This design comes from an exercise in tuning for small area and a short achievable clock period on the open sky130 flow, not from production work. Only simulation tests tie the RTL to the original design; equivalence was not proved.

## flow/design.v (module list and top-level ports; edited modules follow where they fit)
// module vec_fma: 2655 lines
module vec_fma (
    input  wire        clk,
    input  wire        rst,
    input  wire        in_valid,
    input  wire [31:0] in_a,
    input  wire [31:0] in_b,
    input  wire [31:0] in_c,
    output reg         out_valid,
    output reg  [31:0] out_r
);
  // ...
==> flow/flow/run.sh <==
#!/bin/bash
# Standard ORFS layout; repair_timing aims for a setup slack of at least
# 19 ns at the design's clock period.
set -euo pipefail
bash standard.sh SETUP_SLACK_MARGIN=19  finish > standard.log 2>&1
==> flow/standard.sh <==
#!/bin/bash
# synth_recipe.tcl (not shown) runs the flow's synth.tcl, then flattens the netlist and writes it again
# the make line also repeats each setting of config.mk as NAME=value (left out here)
make -C /OpenROAD-flow-scripts/flow DESIGN_CONFIG=/design/flow/config.mk WORK_HOME=/design/flow/orfs CLKGATE_MAP_FILE= SYNTH_SCRIPT=/design/flow/synth_recipe.tcl "${@:-finish}"
==> flow/config.mk <==
export PLATFORM = sky130hd
export DESIGN_NAME = vec_fma
export DESIGN_NICKNAME = vec_fma
export VERILOG_FILES = /design/flow/design.v
export SDC_FILE = /design/flow/constraint.sdc
export NUM_CORES = 4
export LEC_CHECK = 0
export ABC_AREA = 1
export CAP_MARGIN = 20
export CORE_MARGIN = 2
export CORE_UTILIZATION = 40
export SLEW_MARGIN = 20
==> flow/constraint.sdc <==
create_clock -name core_clock -period 25.0 [get_ports {clk}]
set_input_delay 5.0000 -clock core_clock [delete_from_list [all_inputs] [get_ports {clk}]]
set_output_delay 5.0000 -clock core_clock [all_outputs]
set_load 0.01 [all_outputs]
==> flow_summary.ini, run 1 <==
[detailed_routing]
wl_per_cell_um = 22.2
drt_first_iter_violations = 4905
first_pass_iters = 6
viasPerCell = 5.62

[sta]
rsz0062_at_grt = yes
finClkSkew_ns = 0.0465
setup_viol = 0
maxSlewViolCount = 0

[logic_synthesis]
yosysMostFrequentCell = nand2_1
synth-simple-area-share_pct = 27.4
postSynthCellCount = 6153
synth_mux_area_share_pct = 0.473
synthFlopType = dfxtp_1

[cts]
cts_buffer_depth = 3
cts_buffers = 43
insertion_delay_ns = 0.63

[setup_path]
cp-endpoint = out_r[29]
reg2reg_slack_ns = 19.14
start_kind = register
r2r_start = s1_shc[3]

[outcome]
status = no timing/DRC/antenna violations

[placed_design]
port_buffers = 131

[cells_and_area]
fin_cells = 7682

[min_path]
worstHoldStart = s1_zsign

[global_route]
met3_usage_pct = 5.44

[floorplanning]
row_count = 118
die_y_um = 327
==> run 2: changes to the inputs <==
==> flow/flow/run.sh (replaced) <==
#!/bin/bash
# Standard ORFS layout; repair_timing aims for a setup slack of at least
# 19 ns at the design's clock period.
set -euo pipefail
bash standard.sh SETUP_SLACK_MARGIN=19 RECOVER_POWER=100 finish > standard.log 2>&1
==> run 2 against run 1 <==
  * Now fails the layout checks on max-capacitance violations, max-slew violations
  * Flip-flop and latch count stayed put
  * Non-clock buffer count unchanged
  * Largest cell class unchanged
==> flow_summary.ini, run 2 <==
[detailed_routing]
first_pass_iters = 6
drt_first_iter_violations = 4691
dr_total_vias = 43200
wl_per_cell_um = 22.2
antenna_left = 0
viasPerCell = 5.63
wl_mm = 171
drc = 0

[global_route]
grt_pass1_vias = 40800
met1_usage_pct = 38.4
grt_max_degree = 70
grtUsageMet2_pct = 48.1
grt_pass1_wl_mm = 250
overflow = 0
grt.busiest_layer = met2
grt_use_total_pct = 30.4
antenna_found_initial = 1
met3_usage_pct = 5.44

[setup_path]
cpMostUsedCell = nand2_1
slowest_delay_ns = 1.82
cpMaxStageDelayCell = clkinvlp_2
crit_type = reg2reg
critPathCaptureType = register
critPathMaxFanout = 39
cp.buffers_inverters = 6
critPathTopFamily = buffers and inverters
arrival_ns = 11.66
required_ns = 25.54
start_kind = register

[cts]
insertion_delay_ns = 0.63
ctsHtreeMaxLevel = 2
cts_buffer_depth = 3
cts_buffers = 43
clockRootBuffer = clkbuf_16
clk_pin_slew_ns = 0.08
cts_tree = built
clock-sinks = 380

[logic_synthesis]
syn_nets = 6685
seq_area_frac_synth_pct = 18.2
synth_edf_count = 0
ys_types = 65
ys_ff_latch = 380
yosys_warnings = 1
ys_async_sr_fraction_pct = 0
yosysTopAreaCell = dfxtp_1
yosysMostFrequentCell = nand2_1
yosysTopAreaCellShare_pct = 18.2
synth_area_um2 = 41800
synth_commonest_cells = 1258 x nand2_1, 851 x inv_1, 528 x nand3_1, 504 x nor2_1, 498 x xor2_1
synth.avg_cell_area_um2 = 6.79
postSynthCellCount = 6153
yosys-top-cells-area = dfxtp_1 18%, fa_1 13%, nand2_1 11%
synthFlopType = dfxtp_1

[cells_and_area]
max_flop_register = s2_mag
largest_reg_flops = 103
fin_cells = 7682
layout_commonest_cell = nand2_1
final_cell_mix = 1249 x nand2_1, 814 x inv_1, 529 x nand3_1, 498 x nor2_1, 494 x xor2_1
drive_gt1_share_pct = 9.98
fin_nets = 6798
biggestRegsByFlops = s2_mag: 103 flops, s1_prod: 48 flops
n_fill_cell = 10700
area_growth_pct = 15.1

[placed_design]
dp_cells = 7418
place.gp.congestion = 1.07
port_buffers = 131
post-place-ws_ns = 17.23
place_hpwl_mm = 125

[sta]
tightest_slew_ns = 2.42
fin_crit_sh_pct = 44.5
holdWs_ns = 0.325
fin_ws_ns = 13.88
maxSlewViolCount = 107
fmax_mhz = 89.9
tns_ns = 0
rsz0062_at_grt = yes
setup_viol = 0
finClkSkew_ns = 0.0456
min_period_ns = 11.12
maxSlewHeadroom_pct = -61.1
finalHoldViolations = 0

[outcome]
so.violations = max-capacitance violations, max-slew violations
status = finished with violations

[floorplanning]
die_w_um = 327
dieArea_um2 = 107000
core_area_um2 = 103000
io_pins = 132
initial_utilization_pct = 40.4
die_y_um = 327
row_count = 118

[min_path]
hold_path_class = reg2reg

[flow_run]
drv_cap = 3
-- run 2: cell counts after synthesis --
Identical to the previous run, type by type.
-- run 2: cell families after synthesis --
| group | count (synthesis) | synth area share (%) |
|---|---|---|
| mux | 19 | 0.473 |
| flops | 380 | 18.2 |
| fa+ha+maj | 433 | 17.7 |
| buf+inv | 1198 | 11.4 |
| simple gates | 2624 | 27.4 |
| xor+xnor | 537 | 11.3 |
| compound gates | 962 | 13.6 |
-- run 2: final timing paths --
check / end / from / cells past startpoint / slack, ns
setup / recovery: out_r[0] / s2_mpos[2] / 30 / 13.88
hold / removal: s2_zsign / s1_zsign / 0 / 0.33
setup reg to reg: out_r[0] / s2_mpos[2] / 30 / 13.88
hold reg to reg: s2_zsign / s1_zsign / 0 / 0.33
-- run 2: routing by layer --
metal	part of all wire (%)	up-vias	wire length, µm
met1	39	20000	67400
met4	7.8	0	13400
met2	44	2333	74700
met5	0	-	0
met3	8.9	615	15300
li1	-	20300	-
-- run 2: area by class of cell --
class                      instances  area, µm²  share of cell area [%]
antenna                            1       2.50                 0.00521
tap                             1380       1730                    3.59
clock inverter                    24        399                   0.831
multi-input combinational       4583      30100                    62.6
inverter                         887       3530                    7.34
sequential                       380       7710                    16.0
timing repair inverter            28        190                   0.396
timing repair buffer             343       3220                    6.70
clock buffer                      56       1190                    2.49
-- run 2: stage by stage --
stage	cell area (µm²)	util, %
4_1_cts	46800	45.2
3_3_place_gp	43900	42.4
5_1_grt	48000	46.4
3_5_place_dp	43900	42.4
2_1_floorplan	41800	-
6_report	48000	46.4
-- run 2: repair_timing --
action                     CTS  global route
setup buffers               77            60
gates cloned                31            15
setup endpoints to repair  241           216
hold buffers                 0             0
resized for setup          315           282
pin swaps                   11            52

==> what the ideal ports hide <==
How much do the figures lean on ideal ports? The routed layouts below were timed once more, with nothing changed but the port constraints. Step 1 assumes that a clkbuf_16 drives the clock port and a buf_2 every other input. Step 2 moves the port delays by t, midway between the first and last clock arrival at a register: inputs arrive t later, outputs are due t later. That takes back most of the time a late clock gives input paths. a / b / c = ideal ports / drivers / drivers and shift; a / b = the first two.
run | t, ns | setup slack, ns | hold WS [ns] | worst setup path after step 2 | worst slew at a driven data input, ns
run 1 | 0.684 | 18.934 / 18.862 / 18.428 | 0.325 / 0.325 / 0.325 | input to register | 0.04
run 2 | 0.681 | 13.882 / 13.882 / 13.882 | 0.325 / 0.325 / 0.325 | register to register | 0.04
The setup slack of run 1, which loses most, moves by -0.072 ns with the drivers and by -0.506 ns with both steps.
